What follows belongs to an exercise in optimizing a design on an open flow for small area, a short achievable clock period and few clock cycles per item; a production flow would make more cautious choices. Function was checked by simulation only, so behaviour that the tests miss may differ from the original.

## flow/run.sh

```bash
#!/bin/bash
# synth_recipe.tcl (not shown) runs the flow's synth.tcl, then flattens the netlist and writes it again
# the make line also repeats each setting of config.mk as NAME=value (left out here)
make -C /OpenROAD-flow-scripts/flow DESIGN_CONFIG=/design/flow/config.mk WORK_HOME=/design/flow/orfs CLKGATE_MAP_FILE= SYNTH_SCRIPT=/design/flow/synth_recipe.tcl finish
```

## flow/config.mk

```make
export PLATFORM = sky130hd
export DESIGN_NAME = rs_group_codec
export DESIGN_NICKNAME = rs_group_codec
export VERILOG_FILES = /design/flow/design.v
export SDC_FILE = /design/flow/constraint.sdc
export NUM_CORES = 4
export LEC_CHECK = 0
export CAP_MARGIN = 20
export CORE_AREA = 5 5 455 455
export DIE_AREA = 0 0 460 460
export PLACE_DENSITY = 0.35
export SLEW_MARGIN = 20
```

## flow/constraint.sdc

```tcl
create_clock -name core_clock -period 15.0 [get_ports {clk}]
set_input_delay 3.0000 -clock core_clock [delete_from_list [all_inputs] [get_ports {clk}]]
set_output_delay 3.0000 -clock core_clock [all_outputs]
set_load 0.01 [all_outputs]
```

## flow/design.v

```verilog
module rs_encoder (
    input  wire [255:0] data,     
    input  wire [31:0]  addr,     
    output wire [23:0]  check     
);
    function automatic [7:0] gf_mul;
        input [7:0] a;
        input [7:0] b;
        integer i;
        reg [7:0] p;
        reg [7:0] x;
        begin
            p = 8'h00;
            x = a;
            for (i = 0; i < 8; i = i + 1) begin
                if (b[i])
                    p = p ^ x;
                x = {x[6:0], 1'b0} ^ (x[7] ? 8'h1D : 8'h00);
            end
            gf_mul = p;
        end
    endfunction
    function automatic [7:0] alpha_pow;
        input integer n;
        integer i;
        reg [7:0] x;
        begin
            x = 8'h01;
            for (i = 0; i < n; i = i + 1)
                x = {x[6:0], 1'b0} ^ (x[7] ? 8'h1D : 8'h00);
            alpha_pow = x;
        end
    endfunction
    localparam [7:0] W00 = 8'hC4, W01 = 8'h53, W02 = 8'h96;
    localparam [7:0] W10 = 8'h53, W11 = 8'h8E, W12 = 8'hDD;
    localparam [7:0] W20 = 8'h96, W21 = 8'hDD, W22 = 8'h4B;
    wire [36*8-1:0] msg = {addr, data};
    wire [23:0] m;    
    genvar j, k;
    generate
        for (j = 0; j < 3; j = j + 1) begin : g_sum
            wire [36*8-1:0] terms;
            for (k = 0; k < 36; k = k + 1) begin : g_term
                assign terms[8*k +: 8] = gf_mul(msg[8*k +: 8], alpha_pow((j * (k + 3)) % 255));
            end
            reg [7:0] acc;
            integer n;
            always @* begin
                acc = 8'h00;
                for (n = 0; n < 36; n = n + 1)
                    acc = acc ^ terms[8*n +: 8];
            end
            assign m[8*j +: 8] = acc;
        end
    endgenerate
    wire [7:0] m0 = m[7:0];
    wire [7:0] m1 = m[15:8];
    wire [7:0] m2 = m[23:16];
    assign check[7:0]   = gf_mul(m0, W00) ^ gf_mul(m1, W01) ^ gf_mul(m2, W02);
    assign check[15:8]  = gf_mul(m0, W10) ^ gf_mul(m1, W11) ^ gf_mul(m2, W12);
    assign check[23:16] = gf_mul(m0, W20) ^ gf_mul(m1, W21) ^ gf_mul(m2, W22);
endmodule
module rs_decoder (
    input  wire [255:0] data,         
    input  wire [23:0]  check,        
    input  wire [31:0]  addr,         
    output reg  [255:0] data_out,     
    output reg  [23:0]  check_out,    
    output reg  [1:0]   status,
    output reg  [5:0]   pos           
);
    function automatic [7:0] gf_mul;
        input [7:0] a;
        input [7:0] b;
        integer i;
        reg [7:0] p;
        reg [7:0] x;
        begin
            p = 8'h00;
            x = a;
            for (i = 0; i < 8; i = i + 1) begin
                if (b[i])
                    p = p ^ x;
                x = {x[6:0], 1'b0} ^ (x[7] ? 8'h1D : 8'h00);
            end
            gf_mul = p;
        end
    endfunction
    function automatic [7:0] alpha_pow;
        input integer n;
        integer i;
        reg [7:0] x;
        begin
            x = 8'h01;
            for (i = 0; i < n; i = i + 1)
                x = {x[6:0], 1'b0} ^ (x[7] ? 8'h1D : 8'h00);
            alpha_pow = x;
        end
    endfunction
    function automatic [7:0] gf_log;
        input [7:0] v;
        begin
            case (v)
                8'h01: gf_log = 8'd0;
                8'h02: gf_log = 8'd1;
                8'h03: gf_log = 8'd25;
                8'h04: gf_log = 8'd2;
                8'h05: gf_log = 8'd50;
                8'h06: gf_log = 8'd26;
                8'h07: gf_log = 8'd198;
                8'h08: gf_log = 8'd3;
                8'h09: gf_log = 8'd223;
                8'h0A: gf_log = 8'd51;
                8'h0B: gf_log = 8'd238;
                8'h0C: gf_log = 8'd27;
                8'h0D: gf_log = 8'd104;
                8'h0E: gf_log = 8'd199;
                8'h0F: gf_log = 8'd75;
                8'h10: gf_log = 8'd4;
                8'h11: gf_log = 8'd100;
                8'h12: gf_log = 8'd224;
                8'h13: gf_log = 8'd14;
                8'h14: gf_log = 8'd52;
                8'h15: gf_log = 8'd141;
                8'h16: gf_log = 8'd239;
                8'h17: gf_log = 8'd129;
                8'h18: gf_log = 8'd28;
                8'h19: gf_log = 8'd193;
                8'h1A: gf_log = 8'd105;
                8'h1B: gf_log = 8'd248;
                8'h1C: gf_log = 8'd200;
                8'h1D: gf_log = 8'd8;
                8'h1E: gf_log = 8'd76;
                8'h1F: gf_log = 8'd113;
                8'h20: gf_log = 8'd5;
                8'h21: gf_log = 8'd138;
                8'h22: gf_log = 8'd101;
                8'h23: gf_log = 8'd47;
                8'h24: gf_log = 8'd225;
                8'h25: gf_log = 8'd36;
                8'h26: gf_log = 8'd15;
                8'h27: gf_log = 8'd33;
                8'h28: gf_log = 8'd53;
                8'h29: gf_log = 8'd147;
                8'h2A: gf_log = 8'd142;
                8'h2B: gf_log = 8'd218;
                8'h2C: gf_log = 8'd240;
                8'h2D: gf_log = 8'd18;
                8'h2E: gf_log = 8'd130;
                8'h2F: gf_log = 8'd69;
                8'h30: gf_log = 8'd29;
                8'h31: gf_log = 8'd181;
                8'h32: gf_log = 8'd194;
                8'h33: gf_log = 8'd125;
                8'h34: gf_log = 8'd106;
                8'h35: gf_log = 8'd39;
                8'h36: gf_log = 8'd249;
                8'h37: gf_log = 8'd185;
                8'h38: gf_log = 8'd201;
                8'h39: gf_log = 8'd154;
                8'h3A: gf_log = 8'd9;
                8'h3B: gf_log = 8'd120;
                8'h3C: gf_log = 8'd77;
                8'h3D: gf_log = 8'd228;
                8'h3E: gf_log = 8'd114;
                8'h3F: gf_log = 8'd166;
                8'h40: gf_log = 8'd6;
                8'h41: gf_log = 8'd191;
                8'h42: gf_log = 8'd139;
                8'h43: gf_log = 8'd98;
                8'h44: gf_log = 8'd102;
                8'h45: gf_log = 8'd221;
                8'h46: gf_log = 8'd48;
                8'h47: gf_log = 8'd253;
                8'h48: gf_log = 8'd226;
                8'h49: gf_log = 8'd152;
                8'h4A: gf_log = 8'd37;
                8'h4B: gf_log = 8'd179;
                8'h4C: gf_log = 8'd16;
                8'h4D: gf_log = 8'd145;
                8'h4E: gf_log = 8'd34;
                8'h4F: gf_log = 8'd136;
                8'h50: gf_log = 8'd54;
                8'h51: gf_log = 8'd208;
                8'h52: gf_log = 8'd148;
                8'h53: gf_log = 8'd206;
                8'h54: gf_log = 8'd143;
                8'h55: gf_log = 8'd150;
                8'h56: gf_log = 8'd219;
                8'h57: gf_log = 8'd189;
                8'h58: gf_log = 8'd241;
                8'h59: gf_log = 8'd210;
                8'h5A: gf_log = 8'd19;
                8'h5B: gf_log = 8'd92;
                8'h5C: gf_log = 8'd131;
                8'h5D: gf_log = 8'd56;
                8'h5E: gf_log = 8'd70;
                8'h5F: gf_log = 8'd64;
                8'h60: gf_log = 8'd30;
                8'h61: gf_log = 8'd66;
                8'h62: gf_log = 8'd182;
                8'h63: gf_log = 8'd163;
                8'h64: gf_log = 8'd195;
                8'h65: gf_log = 8'd72;
                8'h66: gf_log = 8'd126;
                8'h67: gf_log = 8'd110;
                8'h68: gf_log = 8'd107;
                8'h69: gf_log = 8'd58;
                8'h6A: gf_log = 8'd40;
                8'h6B: gf_log = 8'd84;
                8'h6C: gf_log = 8'd250;
                8'h6D: gf_log = 8'd133;
                8'h6E: gf_log = 8'd186;
                8'h6F: gf_log = 8'd61;
                8'h70: gf_log = 8'd202;
                8'h71: gf_log = 8'd94;
                8'h72: gf_log = 8'd155;
                8'h73: gf_log = 8'd159;
                8'h74: gf_log = 8'd10;
                8'h75: gf_log = 8'd21;
                8'h76: gf_log = 8'd121;
                8'h77: gf_log = 8'd43;
                8'h78: gf_log = 8'd78;
                8'h79: gf_log = 8'd212;
                8'h7A: gf_log = 8'd229;
                8'h7B: gf_log = 8'd172;
                8'h7C: gf_log = 8'd115;
                8'h7D: gf_log = 8'd243;
                8'h7E: gf_log = 8'd167;
                8'h7F: gf_log = 8'd87;
                8'h80: gf_log = 8'd7;
                8'h81: gf_log = 8'd112;
                8'h82: gf_log = 8'd192;
                8'h83: gf_log = 8'd247;
                8'h84: gf_log = 8'd140;
                8'h85: gf_log = 8'd128;
                8'h86: gf_log = 8'd99;
                8'h87: gf_log = 8'd13;
                8'h88: gf_log = 8'd103;
                8'h89: gf_log = 8'd74;
                8'h8A: gf_log = 8'd222;
                8'h8B: gf_log = 8'd237;
                8'h8C: gf_log = 8'd49;
                8'h8D: gf_log = 8'd197;
                8'h8E: gf_log = 8'd254;
                8'h8F: gf_log = 8'd24;
                8'h90: gf_log = 8'd227;
                8'h91: gf_log = 8'd165;
                8'h92: gf_log = 8'd153;
                8'h93: gf_log = 8'd119;
                8'h94: gf_log = 8'd38;
                8'h95: gf_log = 8'd184;
                8'h96: gf_log = 8'd180;
                8'h97: gf_log = 8'd124;
                8'h98: gf_log = 8'd17;
                8'h99: gf_log = 8'd68;
                8'h9A: gf_log = 8'd146;
                8'h9B: gf_log = 8'd217;
                8'h9C: gf_log = 8'd35;
                8'h9D: gf_log = 8'd32;
                8'h9E: gf_log = 8'd137;
                8'h9F: gf_log = 8'd46;
                8'hA0: gf_log = 8'd55;
                8'hA1: gf_log = 8'd63;
                8'hA2: gf_log = 8'd209;
                8'hA3: gf_log = 8'd91;
                8'hA4: gf_log = 8'd149;
                8'hA5: gf_log = 8'd188;
                8'hA6: gf_log = 8'd207;
                8'hA7: gf_log = 8'd205;
                8'hA8: gf_log = 8'd144;
                8'hA9: gf_log = 8'd135;
                8'hAA: gf_log = 8'd151;
                8'hAB: gf_log = 8'd178;
                8'hAC: gf_log = 8'd220;
                8'hAD: gf_log = 8'd252;
                8'hAE: gf_log = 8'd190;
                8'hAF: gf_log = 8'd97;
                8'hB0: gf_log = 8'd242;
                8'hB1: gf_log = 8'd86;
                8'hB2: gf_log = 8'd211;
                8'hB3: gf_log = 8'd171;
                8'hB4: gf_log = 8'd20;
                8'hB5: gf_log = 8'd42;
                8'hB6: gf_log = 8'd93;
                8'hB7: gf_log = 8'd158;
                8'hB8: gf_log = 8'd132;
                8'hB9: gf_log = 8'd60;
                8'hBA: gf_log = 8'd57;
                8'hBB: gf_log = 8'd83;
                8'hBC: gf_log = 8'd71;
                8'hBD: gf_log = 8'd109;
                8'hBE: gf_log = 8'd65;
                8'hBF: gf_log = 8'd162;
                8'hC0: gf_log = 8'd31;
                8'hC1: gf_log = 8'd45;
                8'hC2: gf_log = 8'd67;
                8'hC3: gf_log = 8'd216;
                8'hC4: gf_log = 8'd183;
                8'hC5: gf_log = 8'd123;
                8'hC6: gf_log = 8'd164;
                8'hC7: gf_log = 8'd118;
                8'hC8: gf_log = 8'd196;
                8'hC9: gf_log = 8'd23;
                8'hCA: gf_log = 8'd73;
                8'hCB: gf_log = 8'd236;
                8'hCC: gf_log = 8'd127;
                8'hCD: gf_log = 8'd12;
                8'hCE: gf_log = 8'd111;
                8'hCF: gf_log = 8'd246;
                8'hD0: gf_log = 8'd108;
                8'hD1: gf_log = 8'd161;
                8'hD2: gf_log = 8'd59;
                8'hD3: gf_log = 8'd82;
                8'hD4: gf_log = 8'd41;
                8'hD5: gf_log = 8'd157;
                8'hD6: gf_log = 8'd85;
                8'hD7: gf_log = 8'd170;
                8'hD8: gf_log = 8'd251;
                8'hD9: gf_log = 8'd96;
                8'hDA: gf_log = 8'd134;
                8'hDB: gf_log = 8'd177;
                8'hDC: gf_log = 8'd187;
                8'hDD: gf_log = 8'd204;
                8'hDE: gf_log = 8'd62;
                8'hDF: gf_log = 8'd90;
                8'hE0: gf_log = 8'd203;
                8'hE1: gf_log = 8'd89;
                8'hE2: gf_log = 8'd95;
                8'hE3: gf_log = 8'd176;
                8'hE4: gf_log = 8'd156;
                8'hE5: gf_log = 8'd169;
                8'hE6: gf_log = 8'd160;
                8'hE7: gf_log = 8'd81;
                8'hE8: gf_log = 8'd11;
                8'hE9: gf_log = 8'd245;
                8'hEA: gf_log = 8'd22;
                8'hEB: gf_log = 8'd235;
                8'hEC: gf_log = 8'd122;
                8'hED: gf_log = 8'd117;
                8'hEE: gf_log = 8'd44;
                8'hEF: gf_log = 8'd215;
                8'hF0: gf_log = 8'd79;
                8'hF1: gf_log = 8'd174;
                8'hF2: gf_log = 8'd213;
                8'hF3: gf_log = 8'd233;
                8'hF4: gf_log = 8'd230;
                8'hF5: gf_log = 8'd231;
                8'hF6: gf_log = 8'd173;
                8'hF7: gf_log = 8'd232;
                8'hF8: gf_log = 8'd116;
                8'hF9: gf_log = 8'd214;
                8'hFA: gf_log = 8'd244;
                8'hFB: gf_log = 8'd234;
                8'hFC: gf_log = 8'd168;
                8'hFD: gf_log = 8'd80;
                8'hFE: gf_log = 8'd88;
                8'hFF: gf_log = 8'd175;
                default: gf_log = 8'd0;
            endcase
        end
    endfunction
    localparam [1:0] ST_CLEAN   = 2'd0;
    localparam [1:0] ST_CORR    = 2'd1;
    localparam [1:0] ST_UNCORR  = 2'd2;
    localparam [1:0] ST_MISADDR = 2'd3;
    wire [39*8-1:0] cw = {addr, data, check};
    wire [23:0] syn;    
    genvar j, k;
    generate
        for (j = 0; j < 3; j = j + 1) begin : g_syn
            wire [39*8-1:0] terms;
            for (k = 0; k < 39; k = k + 1) begin : g_term
                assign terms[8*k +: 8] = gf_mul(cw[8*k +: 8], alpha_pow((j * k) % 255));
            end
            reg [7:0] acc;
            integer n;
            always @* begin
                acc = 8'h00;
                for (n = 0; n < 39; n = n + 1)
                    acc = acc ^ terms[8*n +: 8];
            end
            assign syn[8*j +: 8] = acc;
        end
    endgenerate
    wire [7:0] s0 = syn[7:0];
    wire [7:0] s1 = syn[15:8];
    wire [7:0] s2 = syn[23:16];
    wire clean  = (syn == 24'h000000);
    wire single = (s0 != 8'h00) && (s1 != 8'h00) && (s2 != 8'h00) &&
                  (gf_mul(s1, s1) == gf_mul(s0, s2));
    wire [7:0] log0 = gf_log(s0);
    wire [7:0] log1 = gf_log(s1);
    wire [8:0] kdiff = (log1 >= log0) ? ({1'b0, log1} - {1'b0, log0})
                                      : ({1'b0, log1} + 9'd255 - {1'b0, log0});
    wire [7:0] kpos = kdiff[7:0];
    integer i;
    always @* begin
        data_out  = data;
        check_out = check;
        pos       = 6'd0;
        if (clean) begin
            status = ST_CLEAN;
        end else if (single && kpos <= 8'd34) begin
            status = ST_CORR;
            pos    = kpos[5:0];
            for (i = 0; i < 3; i = i + 1)
                if (kpos == i)
                    check_out[8*i +: 8] = check[8*i +: 8] ^ s0;
            for (i = 0; i < 32; i = i + 1)
                if (kpos == i + 3)
                    data_out[8*i +: 8] = data[8*i +: 8] ^ s0;
        end else if (single && kpos >= 8'd35 && kpos <= 8'd38) begin
            status = ST_MISADDR;
            pos    = kpos[5:0];
        end else begin
            status = ST_UNCORR;
        end
    end
endmodule
module rs_group_codec (
    input  wire         clk,
    input  wire         rst_n,         
    input  wire         in_valid,
    output wire         in_ready,
    input  wire         in_op,         
    input  wire [255:0] in_data,
    input  wire [23:0]  in_check,      
    input  wire [31:0]  in_addr,       
    output reg          out_valid,
    input  wire         out_ready,
    output reg  [255:0] out_data,
    output reg  [23:0]  out_check,
    output reg  [1:0]   out_status,
    output reg  [5:0]   out_pos
);
    wire [23:0]  enc_check;
    rs_encoder u_enc (
        .data  (in_data),
        .addr  (in_addr),
        .check (enc_check)
    );
    wire [255:0] dec_data;
    wire [23:0]  dec_check;
    wire [1:0]   dec_status;
    wire [5:0]   dec_pos;
    rs_decoder u_dec (
        .data      (in_data),
        .check     (in_check),
        .addr      (in_addr),
        .data_out  (dec_data),
        .check_out (dec_check),
        .status    (dec_status),
        .pos       (dec_pos)
    );
    assign in_ready = !out_valid || out_ready;
    wire accept = in_valid && in_ready;
    always @(posedge clk) begin
        if (!rst_n) begin
            out_valid <= 1'b0;
        end else if (accept) begin
            out_valid <= 1'b1;
        end else if (out_ready) begin
            out_valid <= 1'b0;
        end
    end
    always @(posedge clk) begin
        if (accept) begin
            if (in_op) begin
                out_data   <= dec_data;
                out_check  <= dec_check;
                out_status <= dec_status;
                out_pos    <= dec_pos;
            end else begin
                out_data   <= in_data;
                out_check  <= enc_check;
                out_status <= 2'd0;
                out_pos    <= 6'd0;
            end
        end
    end
endmodule
```

==> summary.txt <==
[cell families (layout without fill, tap and decap cells)]
logic type                 Yosys count  in the layout
and+or+nand+nor                    892            892
DFF                                289            289
xor gates and xnor gates          1783           1783
muxes                               44             44
buffers and inverters              382           1155
adders and majority gates           37             37
AOI/OAI and AO/OA                  604            604
other                                0              6
[layout make-up]
| class | instances | share of cell area |
|---|---|---|
| Tap cell | 2672 | 0.0642 |
| Antenna cell | 6 | 0.000288 |
| Multi-Input combinational cell | 3360 | 0.547 |
| Inverter | 39 | 0.00284 |
| Sequential cell | 289 | 0.167 |
| Clock inverter | 24 | 0.00507 |
| Clock buffer | 53 | 0.0218 |
| Timing Repair Buffer | 1039 | 0.192 |
[registers in the layout, summed over array words and instances, names as in the netlist]
register / flops
out_valid: 1
out_status: 2
out_pos: 6
out_check: 24
out_data: 256
[routing by layer]
metal  track usage  part of all wire  vias to the layer above
met5             0           0.00029                        -
li1              -                 -                    15200
met3        0.0415             0.065                      415
met2         0.435              0.47                     1880
met1         0.318              0.40                    18200
met4         0.126             0.061                       12
[cells in the mapped netlist, types with 18 or more instances]
master | instances | area [µm²]
o221ai_1 | 20 | 175
nor2_1 | 478 | 1790
clkbuf_1 | 275 | 1030
o22ai_1 | 18 | 113
a31oi_1 | 37 | 231
xnor3_1 | 247 | 5560
o311ai_0 | 18 | 158
xor2_1 | 503 | 4410
a21oi_1 | 143 | 716
inv_1 | 34 | 128
nand4_1 | 26 | 163
buf_1 | 24 | 90.1
a211oi_1 | 32 | 240
a311oi_1 | 19 | 166
mux2i_1 | 27 | 270
ha_1 | 35 | 438
nor3_1 | 66 | 330
edfxtp_1 | 288 | 8650
xnor2_1 | 995 | 8710
buf_2 | 42 | 210
nand2_1 | 189 | 709
o211ai_1 | 46 | 345
o21ai_0 | 162 | 811
nand3_1 | 52 | 260
[worst reg2reg max path: stages, from the launching register on]
cell,delay (ps)
dfxtp_1,300
nand2b_1,180
and2_4,740
buf_12,650
buf_4,1010
[per-stage QoR]
stage                     cells  setup WS [ps]  hold WS [ps]
after floorplan            4031           2460           610
after global placement     7399            287           675
after detailed placement   7399            587           681
after CTS                  7476           1220           691
after global routing       7477            593           734
final                      7482            902           655
[worst min path at each step]
stage	from	end	slack [ps]	cells after the start
after CTS	out_valid	out_valid	690	2
final	out_valid	out_valid	660	2
after floorplan	out_valid	out_valid	610	2
after global placement	out_valid	out_valid	670	2
after detailed placement	out_valid	out_valid	680	2
after global routing	out_valid	out_valid	730	2
==> results by group <==
Critical path
  – Largest fanout on the critical path: 13
  – CP arrival: 14470 ps
  – Buf/Inv on CP: 8
  – Worst Setup Path Type: primary input to flop
  – Worst Setup SP: in_data[105]
  – CP Depth: 39
  – End of the critical path: out_data[242]
  – Crit. End Element: flop
  – CP max stage cell: xnor2_1
  – Worst R2R End: out_data[163]
  – Max stage delay on crit path: around 900 ps
  – Crit path max-delay family: XOR/XNOR gates
  – Flop2flop setup slack: between 10000 and 15000 ps
  – R2r startpoint: out_valid
  – Worst r2r path cells: 4
  – Worst endpoint required time: roughly 15000 ps
  – Startpoint Class: primary input

Synthesis
  – Main synth FF type: edfxtp_1
  – Register area share after synthesis: 0.226
  – Adder-cell share of the synthesized area: 0.0124
  – Syn nets: around 4400
  – Mapped Avg Cell Area: 9.53 µm²
  – Mapped Cells: between 4000 and 5000
  – Mux cell area share after synthesis: 0.0150
  – Simple-gate share of the synthesized area: 0.0987
  – Compound-cell area share of the yosys netlist: 0.102
  – Synth unique cells: 79
  – Largest family of logic cells by synthesized area: XOR/XNOR gates
  – Async SR Flop Fraction: 0
  – Post-synth EDFFs: between 200 and 300
  – Synthesis warning total: 3
  – Yosys reg bits: 289
  – Post-Syn Area: 0.0384 mm²
  – Xor/xnor share of the synthesized area: 0.508

Floorplanning
  – Total core area: 0.202 mm²
  – Initial core utilization: 0.190
  – IO Pins: 607
  – Die width: around 460 µm
  – Die H: between 400 and 500 µm
  – Cell row count: 165
  – Die Area: between 0.2 and 0.25 mm²

Cells and area
  – Finished Core Util: 0.258
  – Final design instance area without fill: ~0.052 mm²
  – Share of cells above drive strength 1: 0.118
  – Fill cell count: about 22000
  – Most frequent cells in the layout: xnor2_1, clkdlybuf4s50_1, xor2_1
  – Reg area: between 0.008 and 0.009 mm²
  – Area Overhead vs Synth: 35.6%
  – Commonest non-fill, non-tap cell in the layout: xnor2_1
  – Final net count: around 5100
  – Area of the multi-input gates: 0.0285 mm²

Timing
  – Minimum clock period: 14100 ps
  – Hold Fails Final Rpt: 0
  – Slew HR: 0.190
  – RSZ-0062 raised after global routing: false
  – Final number of max-transition violations: 0
  – Final period util: 0.940
  – Setup tns final: 0 ps
  – Worst-Margin Slew: 1210 ps
  – Clock skew: 30.7 ps
  – Maximum clock frequency: approximately 70 MHz
  – Finish-stage setup viols: 0

Detailed routing
  – First DRT Iteration DRCs: 3854
  – Routed Antenna Nets: 0
  – Total Wirelength: approximately 280000 µm
  – Vias/cell: between 4 and 5
  – Vias: between 30000 and 40000
  – WL per Instance: roughly 38 µm
  – Residual DRC: 0
  – Drt pass-1 iters: 6

GRT
  – Vias in the first global route: 35300
  – Grt total ovfl: 0
  – Initial antenna violation count: 22
  – Overall Global Routing Usage: 0.257
  – First-pass GRT wire length: 363000 µm
  – Pin count of the biggest net entering global routing: approximately 140

Clock network
  – Reg clk slew, reported paths: ~50 ps
  – Setup bufs post-CTS: 0
  – Root Buffer: clkbuf_16
  – CTS Hold Bufs: 0
  – H-tree depth: 2
  – Post-cts repair resize count: 0
  – CTS Buf Count: 44
  – CTS tree: done
  – CTS sink cnt: approximately 290
  – Clk latency of the worst-skew pair: ~640 ps
  – CTS Buffer Depth: 3

Flow run
  – Max-cap violations: 0

Run status
  – Status: no timing/DRC/antenna violations

Placement
  – Post-DP Area: roughly 0.051 mm²
  – Port Buffers: 606
  – Final HPWL from detailed placement: 235000 µm
  – GP Congestion: 1.05

Hold path
  – Worst min path class: flop to flop
Testbench counts, summed over its fixed seeds: cycles 9,608, items 9,600.

[afterwards: timing with drivers on the ports]
In the flow no input, the clock included, has a driving cell. The finished layout below was timed again as built, in two steps. Step 1 sets driving cells, clkbuf_16 on the clock port and buf_2 on the other inputs (assumed; they add their load-dependent delay and slew). Step 2, shift: input delay + t, output delay - t, t = (earliest + latest rising clock arrival at the registers) / 2. This alone moves slack from input paths to output paths. a / b / c = ideal ports / drivers / drivers and shift; a / b = the first two.
shift t [ns]: 0.718
setup WS [ns]: 0.902 / 0.959 / 0.241
worst setup path at the end: input to register
worst register clock-pin slew, ns: 0.07 / 0.07
After both steps this run still meets setup and hold. The setup slack of this run moves by +0.057 ns with the drivers and by -0.661 ns with both steps.
